From an optimization exercise on the open Yosys and OpenROAD flow, aimed at small area, a short achievable clock period and few clock cycles per item; shortcuts taken in it are not production practice. Function was checked by simulation only, so behaviour that the tests miss may differ from the original.

==> trial 52 <==
## benes_solver
module benes_solver #(
    parameter K = 6
) (
    input  wire                           clk,
    input  wire                           rst,
    input  wire                           start,
    input  wire [(1<<K)*K-1:0]            perm_in,
    output wire                           ready,
    output reg                            done,
    output wire [(2*K-1)*(1<<(K-1))-1:0]  states
);
export LEC_CHECK = 0
export CAP_MARGIN = 20
export CORE_MARGIN = 2
export CORE_UTILIZATION = 38
export CTS_BUF_LIST = sky130_fd_sc_hd__clkbuf_4 sky130_fd_sc_hd__clkbuf_8
export SETUP_SLACK_MARGIN = 3
export SLEW_MARGIN = 20
create_clock -name core_clock -period 10.0 [get_ports {clk}]
standard.sh (not shown) runs the stock make flow with config.mk's settings and CLKGATE_MAP_FILE= SYNTH_SCRIPT=/design/flow/synth_recipe.tcl, a recipe that flattens the netlist after the stock synthesis.
==> flow/flow/run.sh <==
#!/bin/bash
# The standard layout (standard.sh), with the smallest buffer
# (sky130_fd_sc_hd__buf_1) as the port buffer instead of the default choice.
# The whole output of the layout goes to standard.log in this folder; the
# ORFS step logs are under orfs/logs.
set -euo pipefail
export BUFFER_PORTS_ARGS="-buffer_cell sky130_fd_sc_hd__buf_1"
bash standard.sh > standard.log 2>&1
==> build 46 (differences from trial 52) <==
--- a/flow/design.v
+++ b/flow/design.v
@@ -13,14 +13,15 @@
     localparam H  = 32;
     localparam NC = 11;
     reg  [5:0]      u [0:N-1];   
     reg  [N-1:0]    pf;          
     reg  [N-1:0]    pb;          
     reg  [N-1:0]    asg;         
     reg  [5:2]      th;          
+    reg             c4;          
     reg             busy;
     reg             rdy;
     reg  [H-1:0]    wi;          
     reg  [H-1:0]    wo;          
     assign ready  = rdy;
     wire [5:0] cm = {th, 2'b11};                         
     wire [4:0] lv = {~th[2], th[2] & ~th[3], th[3] & ~th[4], th[4] & ~th[5], th[5]};  
@@ -96,15 +97,15 @@
             end else begin : g_even
                 assign pfn[g] = zb[g>>2] ? f[g>>1] : cf[g];
                 assign pbn[g] = ~zb[g>>2] & cb[g];
             end
         end
     endgenerate
     wire all_asg = &am;
-    wire last    = all_asg;
+    wire last    = lv[4] ? c4 : all_asg;
     wire [N-1:0] nf = mf & ~asg;     
     wire [N-1:0] nb = mb & ~asg;     
     wire [H-1:0] in_en, in_v, out_en, out_v;
     wire [15:0]  hf, hb;             
     generate
         for (g = 0; g < 16; g = g + 1) begin : g_grp
             wire [6:0] rf = tf[g*7 +: 7];
@@ -155,48 +156,34 @@
         for (g = 0; g < H; g = g + 1) begin : g_mv
             wire [5:0] e0 = sw[g] ? u[2*g+1] : u[2*g];
             wire [5:0] e1 = sw[g] ? u[2*g]   : u[2*g+1];
             assign un[g]    = {e0[0], e0[5:1]};
             assign un[g+32] = {e1[0], e1[5:1]};
         end
     endgenerate
-    wire [H-1:0] in4, out4;
-    generate
-        for (g = 0; g < 16; g = g + 1) begin : g_l4
-            wire [1:0] a0 = u[4*g][1:0];
-            wire [1:0] a1 = u[4*g+1][1:0];
-            wire [1:0] a2 = u[4*g+2][1:0];
-            wire [1:0] a3 = u[4*g+3][1:0];
-            wire       s2 = (a2 == (a0 ^ 2'b01));
-            wire [1:0] ay = s2 ? a3 : a2;
-            assign in4[2*g]    = 1'b0;
-            assign in4[2*g+1]  = s2;
-            assign out4[2*g]   = a0[1] ? ay[0] : a0[0];
-            assign out4[2*g+1] = a0[1] ? a0[0] : ay[0];
+    wire [H-1:0] s5;
+    generate
+        for (g = 0; g < H; g = g + 1) begin : g_s5
+            assign s5[g] = un[rev5(g) * 2][0];
         end
     endgenerate
     genvar dg;
     generate
-        for (dg = 0; dg < 4; dg = dg + 1) begin : g_ocol
+        for (dg = 0; dg < 5; dg = dg + 1) begin : g_ocol
             for (g = 0; g < H; g = g + 1) begin : g_orow
                 assign states[dg*H + spec(dg, g)]        = u[2*g][5-dg];
                 assign states[(NC-1-dg)*H + spec(dg, g)] = u[2*g+1][5-dg];
             end
         end
-        for (g = 0; g < H; g = g + 1) begin : g_o4
-            assign states[4*H + spec(4, g)] = in4[g];
-            assign states[6*H + spec(4, g)] = out4[g];
-        end
         for (g = 0; g < H; g = g + 1) begin : g_o5
-            localparam integer KB = rev5(g) % 16;
-            assign states[5*H + g] = u[4*KB + (g % 2)][1];
+            assign states[5*H + g] = u[2*g][0];
         end
     endgenerate
     wire accept = start & rdy;
-    wire fin    = busy & lv[3] & last;
+    wire fin    = busy & lv[4] & c4;
     integer j;
     always @(posedge clk) begin
         if (rst) begin
             busy <= 1'b0;
             rdy  <= 1'b0;
             done <= 1'b0;
         end else begin
@@ -216,25 +203,28 @@
     end
     always @(posedge clk) begin
         if (accept) begin
             pf  <= {{(N-2){1'b0}}, 2'b01};
             pb  <= {{(N-2){1'b0}}, 2'b10};
             asg <= {{(N-2){1'b0}}, 2'b11};
             th  <= 4'b1111;
+            c4  <= 1'b0;
         end else if (last) begin
             for (j = 0; j < N; j = j + 1) begin
                 pf[j]  <= ((j[5:0] & {1'b0, th[5:3], 2'b11}) == 6'd0);
                 pb[j]  <= ((j[5:0] & {1'b0, th[5:3], 2'b11}) == 6'd1);
                 asg[j] <= ((j[5:1] & {1'b0, th[5:3], 1'b1}) == 5'd0);
             end
             th  <= {1'b0, th[5:3]};
+            c4  <= 1'b0;
         end else begin
             pf  <= pfn;
             pb  <= pbn;
             asg <= am | pfn | pbn;
+            c4  <= lv[4];
         end
     end
     wire lend = last & busy;
     generate
         for (g = 0; g < N; g = g + 1) begin : g_u
             always @(posedge clk) begin
                 if (accept)
@@ -243,16 +233,18 @@
                     if (lv[0]) u[g][5] <= (g & 1) ? so[g>>1] : sw[g>>1];
                     if (lv[1]) u[g][4] <= (g & 1) ? so[g>>1] : sw[g>>1];
                     else if (cm[5]) u[g][4] <= un[g][4];
                     if (lv[2]) u[g][3] <= (g & 1) ? so[g>>1] : sw[g>>1];
                     else if (cm[4]) u[g][3] <= un[g][3];
                     if (lv[3]) u[g][2] <= (g & 1) ? so[g>>1] : sw[g>>1];
                     else if (cm[3]) u[g][2] <= un[g][2];
-                    u[g][1] <= un[g][1];
-                    u[g][0] <= un[g][0];
+                    if (lv[4]) u[g][1] <= (g & 1) ? so[g>>1] : sw[g>>1];
+                    else if (cm[2]) u[g][1] <= un[g][1];
+                    if (lv[4]) u[g][0] <= s5[g>>1];
+                    else u[g][0] <= un[g][0];
                 end
             end
         end
     endgenerate
     always @(posedge clk) begin
         for (j = 0; j < H; j = j + 1) begin
             if (in_en[j])
@@ -266,35 +258,39 @@
     parameter W = 1
 ) (
     input  wire [4:0]      lv,
     input  wire [64*W-1:0] leaf,
     output wire [16*W-1:0] bc
 );
     wire [32*W-1:0] t5;
+    wire [16*W-1:0] t4;
     wire [8*W-1:0]  t3;
     wire [4*W-1:0]  t2;
     wire [2*W-1:0]  t1;
     wire [W-1:0]    t0;
     genvar g;
     generate
         for (g = 0; g < 32; g = g + 1) begin : g_t5
             assign t5[g*W +: W] = leaf[(2*g)*W +: W] | leaf[(2*g+1)*W +: W];
         end
+        for (g = 0; g < 16; g = g + 1) begin : g_t4
+            assign t4[g*W +: W] = t5[(2*g)*W +: W] | t5[(2*g+1)*W +: W];
+        end
         for (g = 0; g < 8; g = g + 1) begin : g_t3
-            assign t3[g*W +: W] = t5[(4*g)*W +: W] | t5[(4*g+1)*W +: W]
-                                | t5[(4*g+2)*W +: W] | t5[(4*g+3)*W +: W];
+            assign t3[g*W +: W] = t4[(2*g)*W +: W] | t4[(2*g+1)*W +: W];
         end
         for (g = 0; g < 4; g = g + 1) begin : g_t2
             assign t2[g*W +: W] = t3[(2*g)*W +: W] | t3[(2*g+1)*W +: W];
         end
         for (g = 0; g < 2; g = g + 1) begin : g_t1
             assign t1[g*W +: W] = t2[(2*g)*W +: W] | t2[(2*g+1)*W +: W];
         end
         assign t0 = t1[0 +: W] | t1[W +: W];
         for (g = 0; g < 16; g = g + 1) begin : g_bc
             assign bc[g*W +: W] = ({W{lv[0]}} & t0)
                                 | ({W{lv[1]}} & t1[(g>>3)*W +: W])
                                 | ({W{lv[2]}} & t2[(g>>2)*W +: W])
-                                | ({W{lv[3]}} & t3[(g>>1)*W +: W]);
+                                | ({W{lv[3]}} & t3[(g>>1)*W +: W])
+                                | ({W{lv[4]}} & t4[g*W +: W]);
         end
     endgenerate
 endmodule
--- a/flow/config.mk
+++ b/flow/config.mk
@@ -5,9 +5,9 @@
 export SDC_FILE = /design/flow/constraint.sdc
 export NUM_CORES = 4
 export LEC_CHECK = 0
 export CAP_MARGIN = 20
 export CORE_MARGIN = 2
 export CORE_UTILIZATION = 38
 export CTS_BUF_LIST = sky130_fd_sc_hd__clkbuf_4 sky130_fd_sc_hd__clkbuf_8
-export SETUP_SLACK_MARGIN = 3
+export SETUP_SLACK_MARGIN = 3.5
 export SLEW_MARGIN = 20
==> summary of the runs <==
- In trial 52 the global-route usage is lower than in build 46, by 1.4 points.
- Between trial 52 and build 46, the lower synthesized cell count is in trial 52 (gap 5.0%, measured against build 46).
- In trial 52 the first-iteration DRC count is lower than in build 46, by 2.9%.
- Of trial 52 and build 46, trial 52 has the higher sequential share of layout area (gap 2.1 points).
- Between build 46 and trial 52, the lower critical path depth is in trial 52 (gap 1).
==> figures <==
Multi-input gate area: trial 52 0.0344 sq mm; build 46 0.0376 sq mm
Number of violations reported at the end of detailed-routing iteration 0: trial 52 12.9k; build 46 13.3k
Area of all placed cells without fillers: trial 52 0.0637 sq mm; build 46 0.0694 sq mm
Number of global-route vias before repair: trial 52 60.8k; build 46 63.6k
Required time at the worst-slack endpoint: trial 52 10.84 ns; build 46 10.82 ns
Hpwl dp: trial 52 308000 um; build 46 335000 um
Area fraction of clock buffers and clock inverters: trial 52 0.0447; build 46 0.0421
Antenna violations before repair: trial 52 40; build 46 49
Final Critical Period: trial 52 7.23 ns; build 46 6.84 ns
Mux contribution to synthesized area: trial 52 0.0685; build 46 0.0708
Outcome: trial 52 no timing/DRC/antenna violations; build 46 no timing/DRC/antenna violations
Final standard cell utilization of the core: trial 52 0.449; build 46 0.463
Worst Path Buf+Inv: trial 52 3; build 46 4
Testbench counts of trial 52, summed over its fixed seeds: cycles 6,672, solves 192.
Testbench counts of build 46, summed over its fixed seeds: cycles 7,056, solves 192.

re-timing with driven ports:
Ports are ideal in the flow. The routed layouts listed here were re-timed in OpenROAD. Step 1 assumes that a clkbuf_16 drives the clock port and a buf_2 every other input. Step 2 moves the port delays by t, midway between the first and last clock arrival at a register: inputs arrive t later, outputs are due t later. That takes back most of the time a late clock gives input paths. Slacks: ideal / step 1 / step 2; pairs: ideal / step 1.
run | t, ns | setup WS [ns] | worst setup path at the end | latest minus earliest clock arrival (ns) | worst register clock-pin slew, ns
trial 52 | 0.985 | 2.767 / 2.767 / 2.767 | register to register | 0.077 / 0.076 | 0.08 / 0.08
build 46 | 0.988 | 3.158 / 3.158 / 3.158 | register to register | 0.085 / 0.085 | 0.07 / 0.07
After both steps every run listed still meets setup and hold.
